This design comes from an exercise in tuning for small area, a short achievable clock period and few clock cycles per item on the open sky130 flow, not from production work.

nickel:
==> flow/design.v <==
module sha256_core (
    input  wire         clk,
    input  wire         rst,
    input  wire         start,
    input  wire [255:0] state_in,
    input  wire [511:0] block_in,
    output wire         ready,
    output reg          done,
    output wire [255:0] state_out
);
    localparam integer NR = 2;             
    localparam integer NC = 64 / NR;       
    localparam integer CW = NC > 32 ? 6 : NC > 16 ? 5 : NC > 8 ? 4 : NC > 4 ? 3 : 2;
    localparam [2047:0] K = {
        32'h428a2f98, 32'h71374491, 32'hb5c0fbcf, 32'he9b5dba5,
        32'h3956c25b, 32'h59f111f1, 32'h923f82a4, 32'hab1c5ed5,
        32'hd807aa98, 32'h12835b01, 32'h243185be, 32'h550c7dc3,
        32'h72be5d74, 32'h80deb1fe, 32'h9bdc06a7, 32'hc19bf174,
        32'he49b69c1, 32'hefbe4786, 32'h0fc19dc6, 32'h240ca1cc,
        32'h2de92c6f, 32'h4a7484aa, 32'h5cb0a9dc, 32'h76f988da,
        32'h983e5152, 32'ha831c66d, 32'hb00327c8, 32'hbf597fc7,
        32'hc6e00bf3, 32'hd5a79147, 32'h06ca6351, 32'h14292967,
        32'h27b70a85, 32'h2e1b2138, 32'h4d2c6dfc, 32'h53380d13,
        32'h650a7354, 32'h766a0abb, 32'h81c2c92e, 32'h92722c85,
        32'ha2bfe8a1, 32'ha81a664b, 32'hc24b8b70, 32'hc76c51a3,
        32'hd192e819, 32'hd6990624, 32'hf40e3585, 32'h106aa070,
        32'h19a4c116, 32'h1e376c08, 32'h2748774c, 32'h34b0bcb5,
        32'h391c0cb3, 32'h4ed8aa4a, 32'h5b9cca4f, 32'h682e6ff3,
        32'h748f82ee, 32'h78a5636f, 32'h84c87814, 32'h8cc70208,
        32'h90befffa, 32'ha4506ceb, 32'hbef9a3f7, 32'hc67178f2
    };
    function [31:0] bsig0(input [31:0] x);
        bsig0 = {x[1:0], x[31:2]} ^ {x[12:0], x[31:13]} ^ {x[21:0], x[31:22]};
    endfunction
    function [31:0] bsig1(input [31:0] x);
        bsig1 = {x[5:0], x[31:6]} ^ {x[10:0], x[31:11]} ^ {x[24:0], x[31:25]};
    endfunction
    function [31:0] ssig0(input [31:0] x);
        ssig0 = {x[6:0], x[31:7]} ^ {x[17:0], x[31:18]} ^ {3'b000, x[31:3]};
    endfunction
    function [31:0] ssig1(input [31:0] x);
        ssig1 = {x[16:0], x[31:17]} ^ {x[18:0], x[31:19]} ^ {10'b0, x[31:10]};
    endfunction
    function [63:0] csa(input [31:0] x, input [31:0] y, input [31:0] z);
        csa = {x ^ y ^ z, ((x & y) | (x & z) | (y & z)) << 1};
    endfunction
    function [31:0] add_sk(input [31:0] x, input [31:0] y);
        reg [31:0] g, p;
        integer l, j;
        begin
            g = x & y;
            p = x ^ y;
            for (l = 0; l < 5; l = l + 1)
                for (j = 0; j < 32; j = j + 1)
                    if ((j >> l) & 1) begin
                        g[j] = g[j] | (p[j] & g[((j >> l) << l) - 1]);
                        p[j] = p[j] & p[((j >> l) << l) - 1];
                    end
            add_sk = (x ^ y) ^ {g[30:0], 1'b0};
        end
    endfunction
    function [31:0] add_bk(input [31:0] x, input [31:0] y);
        reg [31:0] g, p;
        integer l, j;
        begin
            g = x & y;
            p = x ^ y;
            for (l = 0; l < 5; l = l + 1)
                for (j = 0; j < 32; j = j + 1)
                    if (((j + 1) % (2 << l)) == 0) begin
                        g[j] = g[j] | (p[j] & g[j - (1 << l)]);
                        p[j] = p[j] & p[j - (1 << l)];
                    end
            for (l = 3; l >= 0; l = l - 1)
                for (j = 0; j < 32; j = j + 1)
                    if (((j + 1) % (2 << l)) == (1 << l) && j >= (2 << l)) begin
                        g[j] = g[j] | (p[j] & g[j - (1 << l)]);
                        p[j] = p[j] & p[j - (1 << l)];
                    end
            add_bk = (x ^ y) ^ {g[30:0], 1'b0};
        end
    endfunction
    reg          busy;      
    reg          rdy;       
    reg [CW-1:0] cnt;       
    wire         last = (cnt == NC - 1);
    wire         acc  = start & ~busy;
    reg  [63:0]  kr;        
    reg  [255:0] wst;       
    reg  [255:0] hs;        
    reg  [511:0] wwin;      
    assign ready     = rdy;
    assign state_out = hs;
    wire [32*(NR+4)-1:0] av;      
    wire [32*(NR+4)-1:0] ev;      
    assign av[127:0] = wst[255:128];
    assign ev[127:0] = wst[127:0];
    genvar i;
    generate
        for (i = 0; i < NR; i = i + 1) begin : g_round
            wire [31:0] ra = av[32*(i+4) - 1 -: 32];
            wire [31:0] rb = av[32*(i+3) - 1 -: 32];
            wire [31:0] rc = av[32*(i+2) - 1 -: 32];
            wire [31:0] rd = av[32*(i+1) - 1 -: 32];
            wire [31:0] re = ev[32*(i+4) - 1 -: 32];
            wire [31:0] rf = ev[32*(i+3) - 1 -: 32];
            wire [31:0] rg = ev[32*(i+2) - 1 -: 32];
            wire [31:0] rh = ev[32*(i+1) - 1 -: 32];
            wire [31:0] kt = kr[63 - 32*i -: 32];
            wire [31:0] wt = wwin[511 - 32*i -: 32];
            wire [31:0] ha = (i == NR - 1 && last) ? hs[255:224] : 32'd0;
            wire [31:0] he = (i == NR - 1 && last) ? hs[127:96]  : 32'd0;
            wire [31:0] s1 = bsig1(re);
            wire [31:0] ch = (re & rf) ^ (~re & rg);
            wire [31:0] s0 = bsig0(ra);
            wire [31:0] mj = (ra & rb) ^ (ra & rc) ^ (rb & rc);
            wire [63:0] p0 = csa(rh, kt, wt);
            wire [63:0] pe = csa(p0[63:32], p0[31:0], rd);
            wire [63:0] pa, pe2;
            if (i == 0) begin : g_first
                wire [63:0] x1 = csa(s1, ch, s0);
                wire [63:0] x2 = csa(p0[63:32], p0[31:0], mj);
                wire [63:0] x3 = csa(x1[63:32], x1[31:0], x2[63:32]);
                wire [63:0] x4 = csa(x3[63:32], x3[31:0], x2[31:0]);
                wire [63:0] y1 = csa(s1, ch, rd);
                wire [63:0] y2 = csa(p0[63:32], p0[31:0], y1[63:32]);
                wire [63:0] y3 = csa(y2[63:32], y2[31:0], y1[31:0]);
                if (NR == 1) begin : g_ff
                    wire [63:0] x5 = csa(x4[63:32], x4[31:0], ha);
                    wire [63:0] y4 = csa(y3[63:32], y3[31:0], he);
                    assign pa = x5;
                    assign pe2 = y4;
                end else begin : g_noff
                    assign pa = x4;
                    assign pe2 = y3;
                end
            end else begin : g_next
                wire [63:0] ea = csa(p0[63:32], p0[31:0], ha);
                wire [63:0] ee = csa(pe[63:32], pe[31:0], he);
                wire [63:0] x1 = csa(s1, ch, s0);
                wire [63:0] x2 = csa(ea[63:32], ea[31:0], mj);
                wire [63:0] x3 = csa(x1[63:32], x1[31:0], x2[63:32]);
                wire [63:0] x4 = csa(x3[63:32], x3[31:0], x2[31:0]);
                wire [63:0] y1 = csa(ee[63:32], ee[31:0], s1);
                wire [63:0] y2 = csa(y1[63:32], y1[31:0], ch);
                assign pa = x4;
                assign pe2 = y2;
            end
            assign av[32*(i+5) - 1 -: 32] = add_sk(pa[63:32], pa[31:0]);
            assign ev[32*(i+5) - 1 -: 32] = add_sk(pe2[63:32], pe2[31:0]);
        end
    endgenerate
    wire [255:0] nxt = {av[32*(NR+4)-1 -: 128], ev[32*(NR+4)-1 -: 128]};
    wire [32*NR-1:0] wnew;        
    wire [512+32*NR-1:0] wall = {wwin, wnew};
    generate
        for (i = 0; i < NR; i = i + 1) begin : g_sched
            localparam integer TOP = 512 + 32*NR - 1;
            wire [31:0] w_m16 = wall[TOP - 32*i        -: 32];
            wire [31:0] w_m15 = wall[TOP - 32*(i + 1)  -: 32];
            wire [31:0] w_m7  = wall[TOP - 32*(i + 9)  -: 32];
            wire [31:0] w_m2  = wall[TOP - 32*(i + 14) -: 32];
            wire [63:0] q1 = csa(ssig1(w_m2), w_m7, ssig0(w_m15));
            wire [63:0] q2 = csa(q1[63:32], q1[31:0], w_m16);
            assign wnew[32*NR - 1 - 32*i -: 32] = add_bk(q2[63:32], q2[31:0]);
        end
    endgenerate
    always @(posedge clk) begin
        if (rst) begin
            busy <= 1'b0;
            rdy  <= 1'b1;
            done <= 1'b0;
        end else begin
            done <= busy & last;
            if (acc) begin
                busy <= 1'b1;
                rdy  <= 1'b0;
            end else if (last) begin
                busy <= 1'b0;
                rdy  <= 1'b1;
            end
        end
    end
    wire [CW-1:0] cnt_n = busy ? cnt + 1'b1 : {CW{1'b0}};
    always @(posedge clk) begin
        cnt <= cnt_n;
        kr  <= K[2047 - 64*cnt_n -: 64];
    end
    always @(posedge clk) begin
        if (!busy) begin
            wst  <= state_in;
            wwin <= block_in;
        end else begin
            wst  <= nxt;
            wwin <= wall[512+32*NR-1 - 32*NR -: 512];
        end
    end
    wire [255:0] ffa = last ? nxt : 256'd0;
    always @(posedge clk) begin
        if (!busy)
            hs <= state_in;
        else begin
            hs[255:224] <= last ? nxt[255:224] : hs[255:224];
            hs[223:192] <= add_bk(hs[223:192], ffa[223:192]);
            hs[191:160] <= add_bk(hs[191:160], ffa[191:160]);
            hs[159:128] <= add_bk(hs[159:128], ffa[159:128]);
            hs[127:96]  <= last ? nxt[127:96] : hs[127:96];
            hs[95:64]   <= add_bk(hs[95:64], ffa[95:64]);
            hs[63:32]   <= add_bk(hs[63:32], ffa[63:32]);
            hs[31:0]    <= add_bk(hs[31:0], ffa[31:0]);
        end
    end
endmodule
export LEC_CHECK = 0
export ABC_AREA = 1
export CAP_MARGIN = 20
export CORE_MARGIN = 2
export CORE_UTILIZATION = 40
export SLEW_MARGIN = 20
create_clock -name core_clock -period 34.0 [get_ports {clk}]
standard.sh (not shown) runs the stock make flow with config.mk's settings and CLKGATE_MAP_FILE= SYNTH_SCRIPT=/design/flow/synth_recipe.tcl, a recipe that flattens the netlist after the stock synthesis.
==> flow/flow/run.sh <==
#!/bin/bash
# The standard ORFS layout (the standard.sh), with three changes to how
# it is made:
#  - synthesis skips the generic ABC pass that Yosys's synth runs before the
#    adder extraction (SYNTH_ARGS=-noabc); the registers are the same, and
#    the final ABC mapping still runs;
#  - the port buffers are the smallest buffer instead of the resizer's pick
#    (every port still gets its own buffer);
#  - timing repair aims for a larger setup slack than zero, so that the
#    achieved period gets shorter.  The clock and the SDC are the standard flow's.
# The tools' output goes to standard.log; ORFS's own logs are under orfs/logs.
set -euo pipefail
MARGIN=$(cat flow/margin.txt)
bash standard.sh "SYNTH_ARGS=-noabc" \
    "BUFFER_PORTS_ARGS=-buffer_cell sky130_fd_sc_hd__buf_1" \
    "SETUP_SLACK_MARGIN=$MARGIN" finish > standard.log 2>&1
==> flow/flow/margin.txt <==
25
For violet, these inputs were changed with respect to nickel:
==> flow/flow/margin.txt <==
23
==> comparison <==
From violet to nickel, average instance area after synthesis did not move at all. violet ends up with a first-pass GRT wire length that is about 0.5% lower than in nickel. violet reached the final stage; the timing, design-rule and antenna checks on its layout passed. Higher share of the clock period used by the worst path among nickel and violet: violet. The count of antenna diodes in the layout of violet is higher than that of nickel. Comparing nickel and violet, relative area change from synthesis to final layout is higher on nickel. Non-clock buffer count in violet vs nickel: down about 9%.
Changes in lagoon relative to violet:
- a deleted ABC_AREA that had been 1
==> flow/flow/run.sh <==
#!/bin/bash
# The standard ORFS layout, with two changes to how it is made:
#  - the port buffers are the smallest buffer instead of the resizer's pick
#    (every port still gets its own buffer);
#  - timing repair aims for a larger setup slack than zero, so that the
#    achieved period gets shorter.  The clock and the SDC are the standard flow's.
set -euo pipefail
MARGIN=$(cat flow/margin.txt)
bash standard.sh "BUFFER_PORTS_ARGS=-buffer_cell sky130_fd_sc_hd__buf_1" \
    "SETUP_SLACK_MARGIN=$MARGIN" finish > standard.log 2>&1
==> flow/flow/margin.txt <==
25
==> notes.md <==
Share of synthesized cell area in full adder, half adder and majority cells on lagoon is down relative to violet.
Summary of lagoon over violet: final worst hold slack climbed 0.027 ns, top achievable clock speed saw little to no change.
Diff violet -> lagoon: core utilization +1.3 points; wire length saw an increase.
lagoon ended with every stage complete and zero timing, DRC or antenna violations.
Total vias in the final route: lagoon vs violet down 2,131
From violet to lagoon, share of flip-flops with an asynchronous set or reset did not move at all.
Compared with violet, lagoon shows a layout-stage area growth over the synthesis result that is 3.1 points higher.
Modified inputs, pepper compared to lagoon
- CTS_BUF_LIST: unset -> sky130_fd_sc_hd__clkbuf_4 sky130_fd_sc_hd__clkbuf_8
- ABC_AREA: unset -> 1
diff --git a/flow/flow/run.sh b/flow/flow/run.sh
--- a/flow/flow/run.sh
+++ b/flow/flow/run.sh
@@ -2 +2,5 @@
-# The standard ORFS layout, with two changes to how it is made:
+# The standard ORFS layout (the standard.sh), with three changes to how
+# it is made:
+#  - synthesis skips the generic ABC pass that Yosys's synth runs before the
+#    adder extraction (SYNTH_ARGS=-noabc); the registers are the same, and
+#    the final ABC mapping still runs;
@@ -6,0 +11 @@
+# The tools' output goes to standard.log; ORFS's own logs are under orfs/logs.
@@ -9 +14,2 @@
-bash standard.sh "BUFFER_PORTS_ARGS=-buffer_cell sky130_fd_sc_hd__buf_1" \
+bash standard.sh "SYNTH_ARGS=-noabc" \
+    "BUFFER_PORTS_ARGS=-buffer_cell sky130_fd_sc_hd__buf_1" \
==> notes.md <==
pepper went all the way through synthesis, placement and routing and the layout is clean on timing, DRC and antenna. pepper ended up with a higher global-route usage than lagoon did. The share of the synthesized area in compound gates (AO/OA/AOI/OAI) of pepper falls short of that of lagoon by 0.51 points. pepper -> lagoon: flip-flop and latch count delta 0, exact match. Summary — post-synthesis sequential area ratio, pepper relative to lagoon: higher, by 1.7 points.
No run of this note included a check of the RTL's function; only the layout flow was run.

## separate check: timing with driven ports
How much do the figures lean on ideal ports? The routed layouts below were timed once more, with nothing changed but the port constraints.
Step 1, drivers: a clkbuf_16 drives clk and a buf_2 each remaining input, both assumed.
Step 2 moves the port delays by t, midway between the first and last clock arrival at a register: inputs arrive t later, outputs are due t later. That takes back most of the time a late clock gives input paths.
Slacks: ideal ports / drivers / drivers and shift; pairs: ideal ports / drivers.
| run | t, ns | setup WS [ns] | worst setup path at the end | clock arrival spread, ns | worst data-port slew with drivers (ns) |
|---|---|---|---|---|---|
| nickel | 0.891 | 25.137 / 25.137 / 25.137 | register to register | 0.030 / 0.029 | 0.14 |
| violet | 0.891 | 23.375 / 23.375 / 23.375 | register to register | 0.031 / 0.031 | 0.14 |
| lagoon | 0.940 | 23.388 / 23.388 / 23.388 | register to register | 0.048 / 0.048 | 0.22 |
| pepper | 1.067 | 25.135 / 25.135 / 25.135 | register to register | 0.057 / 0.056 | 0.14 |
After both steps setup and hold are still met in every run listed.
